Context: an optimization exercise on an open-source flow, tuned for small area, a short achievable clock period and few clock cycles. The choices shown serve that exercise and are no tape-out recipe. RTL that was checked went through simulation tests only; none was proved equivalent to the original. Power is estimated from default activity; no workload was simulated.

## AL
==> flow/design.v (excerpt) <==
module rill_cost (
    input  wire        clk,
    input  wire        rst,         
    input  wire        in_valid,
    output wire        in_ready,
    input  wire [11:0] in_data,
    input  wire        in_lg,       
    input  wire        in_last,     
    output reg         grp_valid,
    output reg  [3:0]  grp_k0,
    output reg  [3:0]  grp_k1,
    output reg  [3:0]  grp_k2,
    output reg         res_valid,
    output reg  [1:0]  res_pred,
    output reg  [15:0] res_len
);
    assign in_ready = 1'b1;
    reg        r_rst;
    reg        r_v;
    reg        r_lg;
    reg        r_last;
    reg [11:0] r_x;
    always @(posedge clk) begin
        r_rst  <= rst;
        r_v    <= in_valid;
        r_lg   <= in_lg;
        r_last <= in_last;
        r_x    <= in_data;
    end
    wire v = r_v & ~r_rst;
    reg        in_blk;       
    reg        cur_lg;       
    reg        fresh;        
    reg [11:0] x0;           
    reg [11:0] xp1;          
    reg [11:0] xp2;          
    reg [3:0]  gc;           
    wire ns = v & (~in_blk | (r_lg != cur_lg));    
    wire vr = v & ~ns;                              
    wire [3:0] gc_base = fresh ? 4'd0 : gc;
    wire       gdone   = vr & ((gc_base == 4'd15) | r_last);
    wire [12:0] e0 = {1'b0, r_x} - {1'b0, x0};
    wire [12:0] e1 = {1'b0, r_x} - {1'b0, xp1};
    wire [13:0] e2 = {2'b0, r_x} + {2'b0, xp2} - {1'b0, xp1, 1'b0};
    wire [13:0] z0 = {1'b0, {e0[11:0], 1'b0} ^ {13{e0[12]}}};
    wire [13:0] z1 = {1'b0, {e1[11:0], 1'b0} ^ {13{e1[12]}}};
    wire [13:0] z2 = {e2[12:0], 1'b0} ^ {14{e2[13]}};
    function [4:0] code_bits(input [13:0] zz, input integer k);
        reg [13:0] q;
        begin
            q = zz >> k;
            if (q < 16) code_bits = q[4:0] + 5'd1 + k;
            else        code_bits = 5'd30;
        end
    endfunction
    wire [7:0] acc [0:41];
    genvar gp, gk;
    generate
        for (gp = 0; gp < 3; gp = gp + 1) begin : g_p
            wire [13:0] zp = (gp == 0) ? z0 : (gp == 1) ? z1 : z2;
            for (gk = 0; gk < 14; gk = gk + 1) begin : g_k
                if (gp < 2 && gk == 13) begin : g_fix
                    assign acc[gp*14+gk] = 8'd0;
  ...
clock: 42.0 ns
lec_check: 0
abc_area: 1
cap_margin: 20
core_margin: 2
core_utilization: 40
cts_cluster_diameter: 80
cts_cluster_size: 30
slew_margin: 20
standard.sh (not shown) runs the stock make flow with config.mk's settings and CLKGATE_MAP_FILE= SYNTH_SCRIPT=/design/flow/synth_recipe.tcl, a recipe that flattens the netlist after the stock synthesis.
==> flow/flow/run.sh <==
#!/bin/bash
set -euo pipefail
HERE=$(pwd)
R=$HERE/orfs/results/sky130hd/rill_cost/base
ARGS=("BUFFER_PORTS_ARGS=-buffer_cell sky130_fd_sc_hd__buf_2"
      SETUP_SLACK_MARGIN=32.5 TNS_END_PERCENT=100)

bash standard.sh "${ARGS[@]}" synth > standard_synth.log 2>&1

cp "$R/1_2_yosys.v" "$HERE/standard_synth.v"
YOSYS=yosys
[[ -x "$FLOW_HOME/../tools/install/yosys/bin/yosys" ]] && YOSYS="$FLOW_HOME/../tools/install/yosys/bin/yosys"
DONT_USE=$(sed -n '/^export DONT_USE_CELLS/,/^$/p' "$FLOW_HOME/platforms/sky130hd/config.mk" | grep -o 'sky130_fd_sc_hd__[a-z0-9_]*' | tr '\n' ' ')
LIB_FILE="$FLOW_HOME/platforms/sky130hd/lib/sky130_fd_sc_hd__tt_025C_1v80.lib" \
STD_NETLIST="$HERE/standard_synth.v" OUT_NETLIST="$R/1_2_yosys.v" TOP="$FLOW_TOP" \
DONT_USE="$DONT_USE" ABC_D=6500 ABC_SCRIPT="$HERE/flow/remap.abc" \
    "$YOSYS" -c "$HERE/flow/remap.tcl" > remap.log 2>&1
rm -f "$R/1_synth.odb" "$R/1_synth.sdc"

bash standard.sh "${ARGS[@]}" finish > standard_finish.log 2>&1
Other scripts of this flow, unchanged in this note and not shown: flow/flow/remap.abc, flow/flow/remap.tcl
Relative to AL, the following input files were edited for TR:
-- flow/design.v --
<<< AL, line 163
    reg        last3;        
    reg [7:0]  mv0, mv1, mv2;        
    reg [13:0] bm0, bm1, bm2;        
    always @(posedge clk) begin
        if (r_rst) begin
>>> TR, line 163
    reg        last3;        
    reg [7:0]  mv0, mv1, mv2;        
    reg [3:0]  bk0, bk1, bk2;        
    always @(posedge clk) begin
        if (r_rst) begin
<<< AL, line 174
            last3     <= last2;
        end
        bm0 <= am0[21:8];
        bm1 <= am1[21:8];
        bm2 <= am2[21:8];
        mv0 <= (cl & ~r_rst) ? am0[7:0] : 8'd0;
        mv1 <= (cl & ~r_rst) ? am1[7:0] : 8'd0;
>>> TR, line 174
            last3     <= last2;
        end
        bk0 <= first14(am0[21:8]);
        bk1 <= first14(am1[21:8]);
        bk2 <= first14(am2[21:8]);
        mv0 <= (cl & ~r_rst) ? am0[7:0] : 8'd0;
        mv1 <= (cl & ~r_rst) ? am1[7:0] : 8'd0;
<<< AL, line 184
    always @(posedge clk) begin
        grp_valid <= cl3 & ~r_rst;
        grp_k0 <= first14(bm0);
        grp_k1 <= first14(bm1);
        grp_k2 <= first14(bm2);
    end
    function [14:0] radd15(input [14:0] x, input [14:0] y);
>>> TR, line 184
    always @(posedge clk) begin
        grp_valid <= cl3 & ~r_rst;
        grp_k0 <= bk0;
        grp_k1 <= bk1;
        grp_k2 <= bk2;
    end
    function [14:0] radd15(input [14:0] x, input [14:0] y);
Findings:
Against AL, non-clock buffer count in TR rose by a few percent.
In the final reports, the cell area of TR is smaller than that of AL.
The origin of the worst setup path comes out grp_k2[1]$_SDFF_PP0_ in one run and grp_valid$_DFF_P_ in the other, namely in AL and TR respectively.
Compared with AL, in TR wire length of the first global-routing pass saw a decrease; detailed-route wire length per cell saw an increase.
Compared AL against TR; total wire length after detailed routing within noise.
In TR the power density of the placed cells turned out about 8% lower than in AL.
When the final numbers for AL and TR were put side by side, the synthesized netlist cell count turned out to be smaller in TR.
Testbench counts of TR, summed over its fixed seeds: cycles 81,576.
The RTL of AL was laid out without a check of its function.


The RTL this note starts from:
==> flow/design.v <==
module rill_cost (
    input  wire        clk,
    input  wire        rst,         
    input  wire        in_valid,
    output wire        in_ready,
    input  wire [11:0] in_data,
    input  wire        in_lg,       
    input  wire        in_last,     
    output reg         grp_valid,
    output reg  [3:0]  grp_k0,
    output reg  [3:0]  grp_k1,
    output reg  [3:0]  grp_k2,
    output reg         res_valid,
    output reg  [1:0]  res_pred,
    output reg  [15:0] res_len
);
    assign in_ready = 1'b1;
    reg        r_rst;
    reg        r_v;
    reg        r_lg;
    reg        r_last;
    reg [11:0] r_x;
    always @(posedge clk) begin
        r_rst  <= rst;
        r_v    <= in_valid;
        r_lg   <= in_lg;
        r_last <= in_last;
        r_x    <= in_data;
    end
    wire v = r_v & ~r_rst;
    reg        in_blk;       
    reg        cur_lg;       
    reg        fresh;        
    reg [11:0] x0;           
    reg [11:0] xp1;          
    reg [11:0] xp2;          
    reg [3:0]  gc;           
    wire ns = v & (~in_blk | (r_lg != cur_lg));    
    wire vr = v & ~ns;                              
    wire [3:0] gc_base = fresh ? 4'd0 : gc;
    wire       gdone   = vr & ((gc_base == 4'd15) | r_last);
    wire [12:0] e0 = {1'b0, r_x} - {1'b0, x0};
    wire [12:0] e1 = {1'b0, r_x} - {1'b0, xp1};
    wire [13:0] e2 = {2'b0, r_x} + {2'b0, xp2} - {1'b0, xp1, 1'b0};
    wire [13:0] z0 = {1'b0, {e0[11:0], 1'b0} ^ {13{e0[12]}}};
    wire [13:0] z1 = {1'b0, {e1[11:0], 1'b0} ^ {13{e1[12]}}};
    wire [13:0] z2 = {e2[12:0], 1'b0} ^ {14{e2[13]}};
    function [4:0] code_bits(input [13:0] zz, input integer k);
        reg [13:0] q;
        begin
            q = zz >> k;
            if (q < 16) code_bits = q[4:0] + 5'd1 + k;
            else        code_bits = 5'd30;
        end
    endfunction
    wire [7:0] acc [0:41];
    genvar gp, gk;
    generate
        for (gp = 0; gp < 3; gp = gp + 1) begin : g_p
            wire [13:0] zp = (gp == 0) ? z0 : (gp == 1) ? z1 : z2;
            for (gk = 0; gk < 14; gk = gk + 1) begin : g_k
                if (gp < 2 && gk == 13) begin : g_fix
                    assign acc[gp*14+gk] = 8'd0;
                end else begin : g_acc
                    reg  [7:0] a;
                    wire [4:0] cb  = vr ? code_bits(zp, gk) : 5'd0;
                    wire [7:0] av = fresh ? 8'd0 : a;
                    wire [7:0] bv = {3'd0, cb};
                    wire [8:0] c;
                    wire [7:0] s;
                    assign c[0] = 1'b0;
                    genvar gb;
                    for (gb = 0; gb < 8; gb = gb + 1) begin : g_b
                        assign s[gb]   = av[gb] ^ bv[gb] ^ c[gb];
                        assign c[gb+1] = (av[gb] & bv[gb]) | (c[gb] & (av[gb] ^ bv[gb]));
                    end
                    if ((gp < 2 && gk >= 11) || gk == 13) begin : g_nosat
                        always @(posedge clk) a <= s;
                    end else begin : g_sat
                        always @(posedge clk) a <= s | {8{c[8]}};
                    end
                    assign acc[gp*14+gk] = a;
                end
            end
        end
    endgenerate
    reg cl;      
    reg res2;    
    reg ns2;     
    reg last2;   
    always @(posedge clk) begin
        if (r_rst) begin
            in_blk <= 1'b0;
            cur_lg <= 1'b0;
            fresh  <= 1'b1;
            gc     <= 4'd0;
            cl     <= 1'b0;
            res2   <= 1'b0;
            ns2    <= 1'b0;
            last2  <= 1'b0;
        end else begin
            cl    <= gdone | (ns & ~fresh);
            res2  <= vr;
            ns2   <= ns;
            last2 <= v & r_last;
            gc    <= gc_base + {3'd0, vr};
            if (ns)      fresh <= 1'b1;
            else if (vr) fresh <= gdone;
            if (v) begin
                in_blk <= ~r_last;
                cur_lg <= r_lg;
            end
        end
        if (v) begin
            xp1 <= r_x;
            xp2 <= ns ? r_x : xp1;
            if (ns) x0 <= r_x;
        end
    end
    function [11:0] argmin14(input [111:0] c, input [13:0] en);    
        reg [13:0] cand, bh, bl;
        reg [7:0]  mv;
        reg        ah, al, x0, x1;
        reg [3:0]  k;
        integer i, j;
        begin
            cand = en;
            for (j = 7; j >= 1; j = j - 2) begin
                for (i = 0; i < 14; i = i + 1) begin
                    bh[i] = c[i*8+j];
                    bl[i] = c[i*8+j-1];
                end
                ah = |(cand & ~bh);
                x0 = |(cand & ~bh & ~bl);
                x1 = |(cand & ~bl);
                al = ah ? x0 : x1;
                mv[j]   = ~ah;
                mv[j-1] = ~al;
                cand = cand & ~(bh & {14{ah}}) & ~(bl & {14{al}});
            end
            k = 4'd0;
            for (i = 13; i >= 0; i = i - 1)
                if (cand[i]) k = i;
            argmin14 = {k, mv};
        end
    endfunction
    wire [111:0] cost0, cost1, cost2;
    generate
        for (gk = 0; gk < 13; gk = gk + 1) begin : g_cost
            assign cost0[gk*8 +: 8] = acc[gk];
            assign cost1[gk*8 +: 8] = acc[14+gk];
        end
        for (gk = 0; gk < 14; gk = gk + 1) begin : g_cost2
            assign cost2[gk*8 +: 8] = acc[28+gk];
        end
    endgenerate
    assign cost0[111:104] = 8'd0;
    assign cost1[111:104] = 8'd0;
    wire [11:0] am0 = argmin14(cost0, 14'h1fff);
    wire [11:0] am1 = argmin14(cost1, 14'h1fff);
    wire [11:0] am2 = argmin14(cost2, 14'h3fff);
    reg        res3;         
    reg        ns3;          
    reg        last3;        
    reg [7:0]  mv0, mv1, mv2;        
    always @(posedge clk) begin
        if (r_rst) begin
            grp_valid <= 1'b0;
            res3      <= 1'b0;
            ns3       <= 1'b0;
            last3     <= 1'b0;
        end else begin
            grp_valid <= cl;
            res3      <= res2;
            ns3       <= ns2;
            last3     <= last2;
        end
        grp_k0 <= am0[11:8];
        grp_k1 <= am1[11:8];
        grp_k2 <= am2[11:8];
        mv0 <= (cl & ~r_rst) ? am0[7:0] : 8'd0;
        mv1 <= (cl & ~r_rst) ? am1[7:0] : 8'd0;
        mv2 <= (cl & ~r_rst) ? am2[7:0] : 8'd0;
    end
    wire       cl3 = |mv0;
    function [14:0] radd15(input [14:0] x, input [14:0] y);
        reg c;
        integer i;
        begin
            c = 1'b0;
            for (i = 0; i < 15; i = i + 1) begin
                radd15[i] = x[i] ^ y[i] ^ c;
                c = (x[i] & y[i]) | (c & (x[i] ^ y[i]));
            end
        end
    endfunction
    reg        start;        
    reg        fin;          
    reg [14:0] tot0, tot1, tot2;     
    reg [12:0] dq;           
    reg [7:0]  cq;           
    always @(posedge clk) begin
        if (r_rst) begin
            start <= 1'b1;
            fin   <= 1'b0;
        end else begin
            start <= last3;
            fin   <= last3;
        end
        tot0 <= radd15(start ? 15'd0 : tot0, {7'd0, mv0});
        tot1 <= radd15(start ? 15'd0 : tot1, {7'd0, mv1});
        tot2 <= radd15(start ? 15'd0 : tot2, {7'd0, mv2});
        dq   <= (start ? 13'd0 : dq) + (res3 ? 13'd3 : 13'd0) - (cl3 ? 13'd1 : 13'd0);
        cq   <= (start ? 8'd0 : cq) + (ns3 ? 8'd3 : 8'd0) + (cl3 ? 8'd1 : 8'd0);
    end
    wire [14:0] st = {dq, 2'b00};
    wire        s01 = tot1 < tot0;
    wire [14:0] m01 = s01 ? tot1 : tot0;
    wire        s23 = st < tot2;
    wire [14:0] m23 = s23 ? st : tot2;
    wire        sf  = m23 < m01;
    wire [14:0] mn  = sf ? m23 : m01;
    always @(posedge clk) begin
        res_valid <= fin & ~r_rst;
        res_pred <= sf ? {1'b1, s23} : {1'b0, s01};
        res_len  <= {1'b0, mn} + {6'd0, cq, 2'b00};
    end
endmodule
==> flow/config.mk <==
export PLATFORM = sky130hd
export DESIGN_NAME = rill_cost
export DESIGN_NICKNAME = rill_cost
export VERILOG_FILES = /design/flow/design.v
export SDC_FILE = /design/flow/constraint.sdc
export NUM_CORES = 4
export LEC_CHECK = 0
export ABC_AREA = 1
export CAP_MARGIN = 20
export CORE_MARGIN = 2
export CORE_UTILIZATION = 40
export CTS_CLUSTER_DIAMETER = 80
export CTS_CLUSTER_SIZE = 30
export SLEW_MARGIN = 20
==> flow/constraint.sdc <==
create_clock -name core_clock -period 42.0 [get_ports {clk}]
set_input_delay 8.4000 -clock core_clock [delete_from_list [all_inputs] [get_ports {clk}]]
set_output_delay 8.4000 -clock core_clock [all_outputs]
set_load 0.01 [all_outputs]
==> flow/flow/remap.abc <==
strash
&get -n
&fraig -x
&put
scorr
dc2
strash
&get -n
&dch -f
&nf
&put
topo
stime -c
buffer -c
upsize -c
dnsize -c
==> flow/flow/remap.tcl <==
# Maps the standard synthesis's logic again with its registers left as
# they are. Every sequential cell (and the tie cell) is kept as a black box,
# so each register keeps its name and cell type; the gates between them are
# read as their library functions, flattened and mapped anew by ABC with
# flow/remap.abc, then tied off and buffered as the standard synthesis does.
set lib $::env(LIB_FILE)
yosys read_liberty -overwrite -ignore_miss_func -ignore_miss_dir -ignore_miss_data_latch $lib
set keep {}
foreach c [split [exec grep -o {sky130_fd_sc_hd__[a-z0-9_]*} $::env(STD_NETLIST) | sort -u] "\n"] {
    if {[regexp {__(dfx|edf|df|sdf|sedf|dl|conb)} $c]} { lappend keep $c }
}
puts "kept as black boxes: $keep"
yosys blackbox {*}$keep
yosys read_verilog $::env(STD_NETLIST)
yosys hierarchy -top $::env(TOP)
yosys flatten
yosys opt_clean
# the library's cells again, as black boxes, for the cells ABC places
yosys read_liberty -lib -nooverwrite -ignore_miss_dir -ignore_miss_data_latch $lib
yosys stat -liberty $lib
set du {}
foreach c $::env(DONT_USE) { lappend du -dont_use $c }
yosys abc -liberty $lib {*}$du -D $::env(ABC_D) -script $::env(ABC_SCRIPT)
yosys opt_clean -purge
yosys hilomap -singleton -hicell sky130_fd_sc_hd__conb_1 HI -locell sky130_fd_sc_hd__conb_1 LO
yosys insbuf -buf sky130_fd_sc_hd__buf_4 A X
yosys check -assert -mapped
yosys stat -liberty $lib
yosys write_verilog -noattr -nohex -nodec $::env(OUT_NETLIST)
Scripts as last shown in full above: flow/flow/run.sh
Testbench counts at the start, summed over its fixed seeds: cycles 81,576.
==> next run, changes <==
--- a/flow/design.v
+++ b/flow/design.v
@@ -116,33 +116,30 @@
             xp2 <= ns ? r_x : xp1;
             if (ns) x0 <= r_x;
         end
     end
-    function [11:0] argmin14(input [111:0] c, input [13:0] en);    
-        reg [13:0] cand, bh, bl;
+    function [21:0] argmin14(input [111:0] c, input [13:0] en);    
+        reg [13:0] cand, b;
         reg [7:0]  mv;
-        reg        ah, al, x0, x1;
-        reg [3:0]  k;
+        reg        any0;
         integer i, j;
         begin
             cand = en;
-            for (j = 7; j >= 1; j = j - 2) begin
-                for (i = 0; i < 14; i = i + 1) begin
-                    bh[i] = c[i*8+j];
-                    bl[i] = c[i*8+j-1];
-                end
-                ah = |(cand & ~bh);
-                x0 = |(cand & ~bh & ~bl);
-                x1 = |(cand & ~bl);
-                al = ah ? x0 : x1;
-                mv[j]   = ~ah;
-                mv[j-1] = ~al;
-                cand = cand & ~(bh & {14{ah}}) & ~(bl & {14{al}});
-            end
-            k = 4'd0;
+            for (j = 7; j >= 0; j = j - 1) begin
+                for (i = 0; i < 14; i = i + 1) b[i] = c[i*8+j];
+                any0  = |(cand & ~b);
+                mv[j] = ~any0;
+                cand  = cand & ~(b & {14{any0}});
+            end
+            argmin14 = {cand, mv};
+        end
+    endfunction
+    function [3:0] first14(input [13:0] m);
+        integer i;
+        begin
+            first14 = 4'd0;
             for (i = 13; i >= 0; i = i - 1)
-                if (cand[i]) k = i;
-            argmin14 = {k, mv};
+                if (m[i]) first14 = i;
         end
     endfunction
     wire [111:0] cost0, cost1, cost2;
     generate
@@ -155,35 +152,40 @@
         end
     endgenerate
     assign cost0[111:104] = 8'd0;
     assign cost1[111:104] = 8'd0;
-    wire [11:0] am0 = argmin14(cost0, 14'h1fff);
-    wire [11:0] am1 = argmin14(cost1, 14'h1fff);
-    wire [11:0] am2 = argmin14(cost2, 14'h3fff);
+    wire [21:0] am0 = argmin14(cost0, 14'h1fff);
+    wire [21:0] am1 = argmin14(cost1, 14'h1fff);
+    wire [21:0] am2 = argmin14(cost2, 14'h3fff);
     reg        res3;         
     reg        ns3;          
     reg        last3;        
     reg [7:0]  mv0, mv1, mv2;        
+    reg [13:0] bm0, bm1, bm2;        
     always @(posedge clk) begin
         if (r_rst) begin
-            grp_valid <= 1'b0;
             res3      <= 1'b0;
             ns3       <= 1'b0;
             last3     <= 1'b0;
         end else begin
-            grp_valid <= cl;
             res3      <= res2;
             ns3       <= ns2;
             last3     <= last2;
         end
-        grp_k0 <= am0[11:8];
-        grp_k1 <= am1[11:8];
-        grp_k2 <= am2[11:8];
+        bm0 <= am0[21:8];
+        bm1 <= am1[21:8];
+        bm2 <= am2[21:8];
         mv0 <= (cl & ~r_rst) ? am0[7:0] : 8'd0;
         mv1 <= (cl & ~r_rst) ? am1[7:0] : 8'd0;
         mv2 <= (cl & ~r_rst) ? am2[7:0] : 8'd0;
     end
     wire       cl3 = |mv0;
+    always @(posedge clk) begin
+        grp_valid <= cl3 & ~r_rst;
+        grp_k0 <= first14(bm0);
+        grp_k1 <= first14(bm1);
+        grp_k2 <= first14(bm2);
+    end
     function [14:0] radd15(input [14:0] x, input [14:0] y);
         reg c;
         integer i;
         begin
Effect: Utilization grows by 0.19 points. Via count shrinks by 5.8%. Total power grows by about 14%. Non-clock buffer count shrinks by 13. Setup slack loses 0.016 ns. Hold slack loses 0.0047 ns. Combinational power grows by about 18%. Global-route usage shrinks by 1.8 points.
Testbench counts after the change, summed over its fixed seeds: cycles 81,576.

-- separate check: timing with driven ports --
In the flow no input, the clock included, has a driving cell. The finished layouts below were timed again as built, in two steps.
Step 1: set_driving_cell puts a clkbuf_16 on clk and a buf_2 on each other input, an assumption about the parent block.
Step 2 also shifts input and output timing later by t, the mid clock arrival at the registers, as if the neighbouring blocks saw the same clock.
Three values: ideal ports, drivers, drivers and shift; two values: the first two.
run	t, ns	slack for setup (ns)	worst slew at a driven data input, ns
AL	0.661	32.540 / 32.479 / 33.139	0.03
TR	0.652	32.533 / 32.466 / 32.963	0.04
the first run of note 2	0.652	32.529 / 32.466 / 33.118	0.03
the second run of note 2	0.659	32.513 / 32.450 / 32.833	0.05
After both steps setup and hold are still met in every run listed.
